This design comes from an exercise in tuning for small area, a short achievable clock period and few clock cycles per item on the open sky130 flow, not from production work.
Where RTL was checked, it was by simulation tests only, not by an equivalence proof against the original.
No activity file was given, so power comes from the tool's default toggle rates.

== alpha ==
==> flow/design.v <==
module mtr_pulse (
    input  wire        clk,
    input  wire        rst,
    input  wire        in_valid,
    output wire        in_ready,
    input  wire        in_op,         
    input  wire [47:0] in_de,         
    input  wire [39:0] in_ts,         
    input  wire [23:0] in_dt,         
    input  wire [31:0] in_const,      
    output wire        out_valid,
    input  wire        out_ready,
    output wire [39:0] out_start,     
    output wire        busy,
    output wire [63:0] resid,         
    output wire [31:0] count          
);
    localparam [39:0] PULSE_DELAY_US = 40'd25000;
    localparam [39:0] KH_RESET       = 40'd225000;    
    reg        s1_valid;
    reg        s1_op;
    reg [47:0] s1_de;
    reg [39:0] s1_ts;         
    reg [23:0] s1_dt;
    reg [60:0] a_q;           
    reg [39:0] kh_q;          
    reg [31:0] count_q;
    reg        rep_q;         
    reg        sl_valid;
    reg [47:0] sl_f;
    reg [47:0] sl_de;
    reg [23:0] sl_dt;
    reg [39:0] sl_ts;
    reg        dv_busy;
    reg        dv_fin;        
    reg [4:0]  dv_cnt;        
    reg [47:0] dv_f;
    reg [47:0] dv_de;
    reg [47:0] dv_r;
    reg [23:0] dv_x;          
    reg [39:0] dv_ts;
    reg        o_pend;        
    reg        o_rnd;
    reg        o_valid;
    reg [39:0] o_start;
    wire fin_out  = dv_busy && dv_fin && !o_valid && !o_pend;
    wire dv_take  = sl_valid && (!dv_busy || fin_out);
    wire sl_space = !sl_valid || dv_take;
    wire s1_leave = s1_valid && !rep_q && (s1_op || sl_space);
    wire s1_free  = !s1_valid || s1_leave;
    assign in_ready  = s1_free;
    assign busy      = s1_valid || rep_q || sl_valid || dv_busy || o_pend || o_valid;
    assign out_valid = o_valid;
    assign out_start = o_start;
    assign resid     = {3'd0, a_q};
    assign count     = count_q;
    wire acc_e    = s1_leave && !s1_op;
    wire acc_c    = s1_leave && s1_op;
    wire rep_step = rep_q && sl_space;
    wire [60:0] add_de = rep_q ? 61'd0 : {13'd0, s1_de};
    wire [60:0] nk     = ~{1'b0, kh_q, 20'd0};
    wire [60:0] cs_s   = a_q ^ add_de ^ nk;
    wire [60:0] cs_c   = (a_q & add_de) | (a_q & nk) | (add_de & nk);
    wire [60:0] sum_s;
    wire [61:0] sum_t;
    wire        ss_co, st_co;
    bk_add #(61) u_ss (.a(a_q), .b(add_de), .ci(1'b0), .s(sum_s), .co(ss_co));
    bk_add #(62) u_st (.a({1'b0, cs_s}), .b({cs_c, 1'b0}), .ci(1'b1), .s(sum_t), .co(st_co));
    wire        ge     = sum_t[61];                            
    wire [60:0] a_next = ge ? sum_t[60:0] : sum_s;
    wire        pulse  = ge && (acc_e || rep_step);
    wire        big    = (kh_q[39:28] == 12'd0) && (s1_de[47:20] >= kh_q[27:0]);
    wire [47:0] f_op   = rep_q ? sl_f : ~a_q[47:0];
    wire [27:0] f_hi;
    wire        f_co;
    wire [19:0] f_lo   = f_op[19:0] + {19'd0, !rep_q};      
    wire        f_lc   = !rep_q && (a_q[19:0] == 20'd0);   
    bk_add #(28) u_f (.a(kh_q[27:0]), .b(f_op[47:20]), .ci(f_lc), .s(f_hi), .co(f_co));
    wire [47:0] f_next = {f_hi, f_lo};
    wire [31:0] c1     = {s1_ts[31:1], s1_ts[0] | (s1_ts[31:1] == 31'd0)};
    wire [39:0] kc_a   = {c1, 8'd0};
    wire [39:0] kc_b   = ~{3'd0, c1, 5'd0};
    wire [39:0] kc_c   = {8'd0, c1};
    wire [39:0] kc_s   = kc_a ^ kc_b ^ kc_c;
    wire [39:0] kc_k   = (kc_a & kc_b) | (kc_a & kc_c) | (kc_b & kc_c);
    wire [39:0] kh_new;
    wire        kh_co;
    bk_add #(40) u_kh (.a(kc_s), .b({kc_k[38:0], 1'b0}), .ci(1'b1), .s(kh_new), .co(kh_co));
    wire        dv_b   = dv_x[23] && !dv_fin;    
    wire [50:0] r2     = {2'b0, dv_r, 1'b0};
    wire [50:0] bf     = dv_b ? {3'b0, dv_f} : 51'd0;
    wire [50:0] t0, t1, t2;
    wire        t0_co, t1_co, t2_co;
    bk_add #(51) u_t0 (.a(r2), .b(bf), .ci(1'b0), .s(t0), .co(t0_co));
    wire [50:0] nd1    = ~{3'b0, dv_de};
    wire [50:0] nd2    = ~{2'b0, dv_de, 1'b0};
    wire [50:0] c1s    = r2 ^ bf ^ nd1;
    wire [50:0] c1c    = (r2 & bf) | (r2 & nd1) | (bf & nd1);
    bk_add #(51) u_t1 (.a(c1s), .b({c1c[49:0], 1'b0}), .ci(1'b1), .s(t1), .co(t1_co));
    wire [50:0] c2s    = r2 ^ bf ^ nd2;
    wire [50:0] c2c    = (r2 & bf) | (r2 & nd2) | (bf & nd2);
    bk_add #(51) u_t2 (.a(c2s), .b({c2c[49:0], 1'b0}), .ci(1'b1), .s(t2), .co(t2_co));
    wire        ge2    = !t2[50];
    wire        ge1    = !t1[50];
    wire [47:0] r_next = ge2 ? t2[47:0] : ge1 ? t1[47:0] : t0[47:0];
    wire [22:0] x_inc  = dv_x[22:0] + 23'd1;                  
    wire [22:0] xh     = ge2 ? x_inc : dv_x[22:0];
    wire [23:0] x_next = {xh, ge1 & !ge2};
    reg  [4:0]  lz;
    integer     i;
    always @(*) begin
        lz = 5'd24;
        for (i = 0; i < 24; i = i + 1)
            if (sl_dt[i]) lz = 5'd23 - i[4:0];
    end
    wire [23:0] dt_norm = sl_dt << lz;
    wire        f_eq    = (sl_f == sl_de);
    wire [39:0] start0, start1;
    wire        st0_co, st1_co;
    bk_add #(40) u_st0 (.a(dv_ts), .b({16'd0, dv_x}), .ci(1'b0), .s(start0), .co(st0_co));
    bk_add #(40) u_st1 (.a(o_start), .b(PULSE_DELAY_US), .ci(o_rnd), .s(start1), .co(st1_co));
    wire [31:0] count_inc;
    wire        cnt_co;
    bk_add #(32) u_cnt (.a(count_q), .b(32'd0), .ci(1'b1), .s(count_inc), .co(cnt_co));
    always @(posedge clk) begin
        if (rst) begin
            s1_valid <= 1'b0;
            a_q      <= 61'd0;
            kh_q     <= KH_RESET;
            count_q  <= 32'd0;
            rep_q    <= 1'b0;
            sl_valid <= 1'b0;
            dv_busy  <= 1'b0;
            dv_fin   <= 1'b0;
            o_pend   <= 1'b0;
            o_valid  <= 1'b0;
        end else begin
            if (s1_free)
                s1_valid <= in_valid;
            if (acc_c)
                a_q <= 61'd0;
            else if (acc_e || rep_step)
                a_q <= a_next;
            if (acc_c)
                kh_q <= kh_new;
            if (rep_q) begin
                if (!ge) rep_q <= 1'b0;
            end else if (acc_e && ge && big)
                rep_q <= 1'b1;
            if (sl_space)
                sl_valid <= pulse;
            if (dv_take) begin
                dv_busy <= 1'b1;
                dv_fin  <= (lz >= 5'd23);
            end else if (dv_busy && !dv_fin) begin
                dv_fin  <= (dv_cnt == 5'd1);
            end else if (fin_out) begin
                dv_busy <= 1'b0;
            end
            o_pend <= fin_out;
            if (o_pend)
                o_valid <= 1'b1;
            else if (out_ready)
                o_valid <= 1'b0;
            if (o_valid && out_ready)
                count_q <= count_inc;
        end
    end
    always @(posedge clk) begin
        if (s1_free) begin
            s1_op <= in_op;
            s1_de <= in_de;
            s1_ts <= in_op ? {8'd0, in_const} : in_ts;
            s1_dt <= in_dt;
        end
        if (sl_space) begin
            sl_f <= f_next;
            if (!rep_q) begin
                sl_de <= s1_de;
                sl_dt <= s1_dt;
                sl_ts <= s1_ts;
            end
        end
        if (dv_take) begin
            dv_f   <= sl_f;
            dv_de  <= sl_de;
            dv_r   <= (lz == 5'd24 || f_eq) ? 48'd0 : sl_f;
            dv_x   <= {dt_norm[22:0], f_eq && (lz != 5'd24)};
            dv_cnt <= 5'd23 - lz;
            dv_ts  <= sl_ts;
        end else if (dv_busy && !dv_fin) begin
            dv_r   <= r_next;
            dv_x   <= x_next;
            dv_cnt <= dv_cnt - 5'd1;
        end
        if (fin_out) begin
            o_start <= start0;
            o_rnd   <= ge1;
        end else if (o_pend)
            o_start <= start1;
    end
endmodule
module bk_add #(parameter integer W = 32) (
    input  wire [W-1:0] a,
    input  wire [W-1:0] b,
    input  wire         ci,
    output wire [W-1:0] s,
    output wire         co
);
    function integer lg2;              
        input integer n;
        integer m;
        begin
            lg2 = 0;
            for (m = n - 1; m > 0; m = m >> 1) lg2 = lg2 + 1;
        end
    endfunction
    localparam integer L = lg2(W + 1);
    wire [W:0] g0 = {a & b, ci};
    wire [W:0] p0 = {a ^ b, 1'b0};
    wire [W:0] g [0:2*L];
    wire [W:0] p [0:2*L];
    assign g[0] = g0;
    assign p[0] = p0;
    genvar lv, k;
    generate
        for (lv = 0; lv < L; lv = lv + 1) begin : up
            for (k = 0; k <= W; k = k + 1) begin : n
                if (((k + 1) % (2 << lv)) == 0) begin : c
                    assign g[lv+1][k] = g[lv][k] | (p[lv][k] & g[lv][k - (1 << lv)]);
                    assign p[lv+1][k] = p[lv][k] & p[lv][k - (1 << lv)];
                end else begin : t
                    assign g[lv+1][k] = g[lv][k];
                    assign p[lv+1][k] = p[lv][k];
                end
            end
        end
        for (lv = L - 1; lv > 0; lv = lv - 1) begin : dn
            for (k = 0; k <= W; k = k + 1) begin : n
                if (((k + 1) % (1 << lv)) == ((1 << lv) >> 1) && k >= (1 << lv)) begin : c
                    assign g[2*L-lv][k] = g[2*L-lv-1][k] | (p[2*L-lv-1][k] & g[2*L-lv-1][k - ((1 << lv) >> 1)]);
                    assign p[2*L-lv][k] = p[2*L-lv-1][k] & p[2*L-lv-1][k - ((1 << lv) >> 1)];
                end else begin : t
                    assign g[2*L-lv][k] = g[2*L-lv-1][k];
                    assign p[2*L-lv][k] = p[2*L-lv-1][k];
                end
            end
        end
    endgenerate
    wire [W:0] cg = g[2*L-1];
    assign s  = p0[W:1] ^ cg[W-1:0];
    assign co = cg[W];
endmodule
clock: 12.0 ns
lec_check: 0
cap_margin: 20
core_margin: 2
core_utilization: 40
slew_margin: 20
standard.sh (not shown) runs the stock make flow with config.mk's settings and CLKGATE_MAP_FILE= SYNTH_SCRIPT=/design/flow/synth_recipe.tcl, a recipe that flattens the netlist after the stock synthesis.
==> flow/flow/run.sh <==
#!/bin/bash
set -euo pipefail
bash standard.sh SETUP_SLACK_MARGIN=7.0 CORE_UTILIZATION=60 finish > standard_make.log 2>&1
alpha finished all stages; the layout is clean.
Testbench counts of alpha, summed over its fixed seeds: cycles 27,111, increments 19,380.
Setup changes, alpha to gamma
--- a/flow/design.v
+++ b/flow/design.v
@@ -33,8 +33,9 @@
     reg [39:0] sl_ts;
     reg        dv_busy;
     reg        dv_fin;        
     reg [4:0]  dv_cnt;        
+    reg        dv_b;          
     reg [47:0] dv_f;
     reg [47:0] dv_de;
     reg [47:0] dv_r;
     reg [23:0] dv_x;          
@@ -85,9 +86,8 @@
     wire [39:0] kc_k   = (kc_a & kc_b) | (kc_a & kc_c) | (kc_b & kc_c);
     wire [39:0] kh_new;
     wire        kh_co;
     bk_add #(40) u_kh (.a(kc_s), .b({kc_k[38:0], 1'b0}), .ci(1'b1), .s(kh_new), .co(kh_co));
-    wire        dv_b   = dv_x[23] && !dv_fin;    
     wire [50:0] r2     = {2'b0, dv_r, 1'b0};
     wire [50:0] bf     = dv_b ? {3'b0, dv_f} : 51'd0;
     wire [50:0] t0, t1, t2;
     wire        t0_co, t1_co, t2_co;
@@ -186,13 +186,15 @@
             dv_de  <= sl_de;
             dv_r   <= (lz == 5'd24 || f_eq) ? 48'd0 : sl_f;
             dv_x   <= {dt_norm[22:0], f_eq && (lz != 5'd24)};
             dv_cnt <= 5'd23 - lz;
+            dv_b   <= dt_norm[22] && (lz < 5'd23);
             dv_ts  <= sl_ts;
         end else if (dv_busy && !dv_fin) begin
             dv_r   <= r_next;
             dv_x   <= x_next;
             dv_cnt <= dv_cnt - 5'd1;
+            dv_b   <= dv_x[22] && (dv_cnt != 5'd1);
         end
         if (fin_out) begin
             o_start <= start0;
             o_rnd   <= ge1;
--- outcome ---
Row total power: gamma higher / alpha lower
Sequential cell area fraction in the yosys report in gamma is 0.16 points higher than in alpha
Across gamma and alpha, the outcome is the same: a clean finish for every run.
Maximum resistive drop on vdd: higher on gamma
Switching power for gamma is higher than for alpha.
Measured against each other, gamma and alpha differ in fraction of synthesized area in multiplexers, the higher figure coming from gamma.
Cell count after synthesis: gamma and alpha compared, higher one is gamma
gamma against alpha; buffer count excluding the clock tree in the final layout is up by a few percent.
The number of gates given a new drive strength after cts of gamma falls short of that of alpha by about 40%.
In gamma the post-route met1 wirelength turned out 520 µm higher than in alpha.
Of the two candidates, alpha has the worse total routed wirelength and gamma the better one.
On non-clock inverter count in the final layout, the higher figure sits with alpha, not gamma.
Testbench counts of gamma, summed over its fixed seeds: cycles 27,111, increments 19,380.

========
Starts from the design.v that is shown in full above.
clock: 12.0 ns
lec_check: 0
cap_margin: 20
core_margin: 2
core_utilization: 40
slew_margin: 20
==> flow/flow/run.sh <==
#!/bin/bash
set -euo pipefail
bash standard.sh SETUP_SLACK_MARGIN=7.0 finish > standard_make.log 2>&1
The baseline produced a clean layout.
Testbench counts at the start, summed over its fixed seeds: cycles 27,111, increments 19,380.
Rerun with:
--- a/flow/design.v
+++ b/flow/design.v
@@ -26,9 +26,9 @@
     reg [39:0] kh_q;          
     reg [31:0] count_q;
     reg        rep_q;         
     reg        sl_valid;
-    reg [47:0] sl_f;
+    reg [47:0] sl_h;
     reg [47:0] sl_de;
     reg [23:0] sl_dt;
     reg [39:0] sl_ts;
     reg        dv_busy;
@@ -56,9 +56,9 @@
     assign count     = count_q;
     wire acc_e    = s1_leave && !s1_op;
     wire acc_c    = s1_leave && s1_op;
     wire rep_step = rep_q && sl_space;
-    wire [60:0] add_de = rep_q ? 61'd0 : {13'd0, s1_de};
+    wire [60:0] add_de = {13'd0, s1_de};
     wire [60:0] nk     = ~{1'b0, kh_q, 20'd0};
     wire [60:0] cs_s   = a_q ^ add_de ^ nk;
     wire [60:0] cs_c   = (a_q & add_de) | (a_q & nk) | (add_de & nk);
     wire [60:0] sum_s;
@@ -66,27 +66,27 @@
     wire        ss_co, st_co;
     bk_add #(61) u_ss (.a(a_q), .b(add_de), .ci(1'b0), .s(sum_s), .co(ss_co));
     bk_add #(62) u_st (.a({1'b0, cs_s}), .b({cs_c, 1'b0}), .ci(1'b1), .s(sum_t), .co(st_co));
     wire        ge     = sum_t[61];                            
-    wire [60:0] a_next = ge ? sum_t[60:0] : sum_s;
-    wire        pulse  = ge && (acc_e || rep_step);
+    wire [41:0] amk_h;
+    wire        amk_co;
+    bk_add #(42) u_amk (.a({1'b0, a_q[60:20]}), .b(~{2'b0, kh_q}), .ci(1'b1), .s(amk_h), .co(amk_co));
+    wire        ge_rep = !amk_h[41];
+    wire [60:0] a_next = rep_q ? {amk_h[40:0], a_q[19:0]} : ge ? sum_t[60:0] : sum_s;
+    wire        pulse  = rep_q ? (ge_rep && sl_space) : (ge && acc_e);
     wire        big    = (kh_q[39:28] == 12'd0) && (s1_de[47:20] >= kh_q[27:0]);
-    wire [47:0] f_op   = rep_q ? sl_f : ~a_q[47:0];
-    wire [27:0] f_hi;
-    wire        f_co;
-    wire [19:0] f_lo   = f_op[19:0] + {19'd0, !rep_q};      
-    wire        f_lc   = !rep_q && (a_q[19:0] == 20'd0);   
-    bk_add #(28) u_f (.a(kh_q[27:0]), .b(f_op[47:20]), .ci(f_lc), .s(f_hi), .co(f_co));
-    wire [47:0] f_next = {f_hi, f_lo};
-    wire [31:0] c1     = {s1_ts[31:1], s1_ts[0] | (s1_ts[31:1] == 31'd0)};
+    wire [31:0] c1     = s1_ts[31:0];
+    wire        c_zero = (c1 == 32'd0);                        
     wire [39:0] kc_a   = {c1, 8'd0};
     wire [39:0] kc_b   = ~{3'd0, c1, 5'd0};
     wire [39:0] kc_c   = {8'd0, c1};
     wire [39:0] kc_s   = kc_a ^ kc_b ^ kc_c;
     wire [39:0] kc_k   = (kc_a & kc_b) | (kc_a & kc_c) | (kc_b & kc_c);
     wire [39:0] kh_new;
     wire        kh_co;
-    bk_add #(40) u_kh (.a(kc_s), .b({kc_k[38:0], 1'b0}), .ci(1'b1), .s(kh_new), .co(kh_co));
+    wire [39:0] kh_mul;
+    bk_add #(40) u_kh (.a(kc_s), .b({kc_k[38:0], 1'b0}), .ci(1'b1), .s(kh_mul), .co(kh_co));
+    assign kh_new = c_zero ? 40'd225 : kh_mul;
     wire        dv_b   = dv_x[23] && !dv_fin;    
     wire [50:0] r2     = {2'b0, dv_r, 1'b0};
     wire [50:0] bf     = dv_b ? {3'b0, dv_f} : 51'd0;
     wire [50:0] t0, t1, t2;
@@ -113,9 +113,12 @@
         for (i = 0; i < 24; i = i + 1)
             if (sl_dt[i]) lz = 5'd23 - i[4:0];
     end
     wire [23:0] dt_norm = sl_dt << lz;
-    wire        f_eq    = (sl_f == sl_de);
+    wire        f_eq    = (sl_h == 48'd0);                    
+    wire [47:0] f_take;
+    wire        ft_co;
+    bk_add #(48) u_ft (.a(sl_de), .b(~sl_h), .ci(1'b1), .s(f_take), .co(ft_co));
     wire [39:0] start0, start1;
     wire        st0_co, st1_co;
     bk_add #(40) u_st0 (.a(dv_ts), .b({16'd0, dv_x}), .ci(1'b0), .s(start0), .co(st0_co));
     bk_add #(40) u_st1 (.a(o_start), .b(PULSE_DELAY_US), .ci(o_rnd), .s(start1), .co(st1_co));
@@ -138,14 +141,14 @@
             if (s1_free)
                 s1_valid <= in_valid;
             if (acc_c)
                 a_q <= 61'd0;
-            else if (acc_e || rep_step)
+            else if (acc_e || (rep_step && ge_rep))
                 a_q <= a_next;
             if (acc_c)
                 kh_q <= kh_new;
             if (rep_q) begin
-                if (!ge) rep_q <= 1'b0;
+                if (!ge_rep) rep_q <= 1'b0;
             end else if (acc_e && ge && big)
                 rep_q <= 1'b1;
             if (sl_space)
                 sl_valid <= pulse;
@@ -173,19 +176,19 @@
             s1_ts <= in_op ? {8'd0, in_const} : in_ts;
             s1_dt <= in_dt;
         end
         if (sl_space) begin
-            sl_f <= f_next;
+            sl_h <= a_next[47:0];
             if (!rep_q) begin
                 sl_de <= s1_de;
                 sl_dt <= s1_dt;
                 sl_ts <= s1_ts;
             end
         end
         if (dv_take) begin
-            dv_f   <= sl_f;
+            dv_f   <= f_take;
             dv_de  <= sl_de;
-            dv_r   <= (lz == 5'd24 || f_eq) ? 48'd0 : sl_f;
+            dv_r   <= (lz == 5'd24 || f_eq) ? 48'd0 : f_take;
             dv_x   <= {dt_norm[22:0], f_eq && (lz != 5'd24)};
             dv_cnt <= 5'd23 - lz;
             dv_ts  <= sl_ts;
         end else if (dv_busy && !dv_fin) begin
What happened: The new run completed with no timing, DRC or antenna violations. Power came out lower by about 9%. Global-route usage came out lower by 0.11 points. Area after synthesis came out higher by about 6%. Die area came out higher by about 5.6%. Worst hold slack loses 17 ps. Register-to-register slack loses 60 ps. Core utilization came out lower by 0.33 points. Clock-buffer cell count came out higher by 8. Fmax came out lower by 1.2%. Combinational power came out lower by 15%. Via count came out higher by about 10%.
Only the layout flow was run in the second run of this note; the RTL was not checked for function there.

-- afterwards: timing with drivers on the ports --
How much do the figures lean on ideal ports? The routed layouts below were timed once more, with nothing changed but the port constraints. Step 1: set_driving_cell puts a clkbuf_16 on clk and a buf_2 on each other input, an assumption about the parent block. Step 2, shift: input delay + t, output delay - t, t = (earliest + latest rising clock arrival at the registers) / 2. This alone moves slack from input paths to output paths. a / b / c = ideal / step 1 / step 2; a / b = the first two.
| run | shift t [ns] | setup WS [ns] | worst setup path at the end | worst register clock-pin slew, ns | cell pins on the clock port's net |
|---|---|---|---|---|---|
| alpha | 0.689 | 7.045 / 7.045 / 6.957 | input to register | 0.07 / 0.07 | 1 |
| gamma | 0.696 | 7.077 / 7.007 / 7.119 | input to register | 0.07 / 0.07 | 1 |
| the first run of note 2 | 0.732 | 7.088 / 7.088 / 7.088 | register to register | 0.07 / 0.07 | 1 |
| the second run of note 2 | 0.766 | 7.026 / 7.018 / 7.026 | register to register | 0.07 / 0.07 | 1 |
After both steps setup and hold are still met in every run listed. For alpha, which loses most, drivers alone change the setup slack by 0.000 ns; drivers and shift together by -0.088 ns.
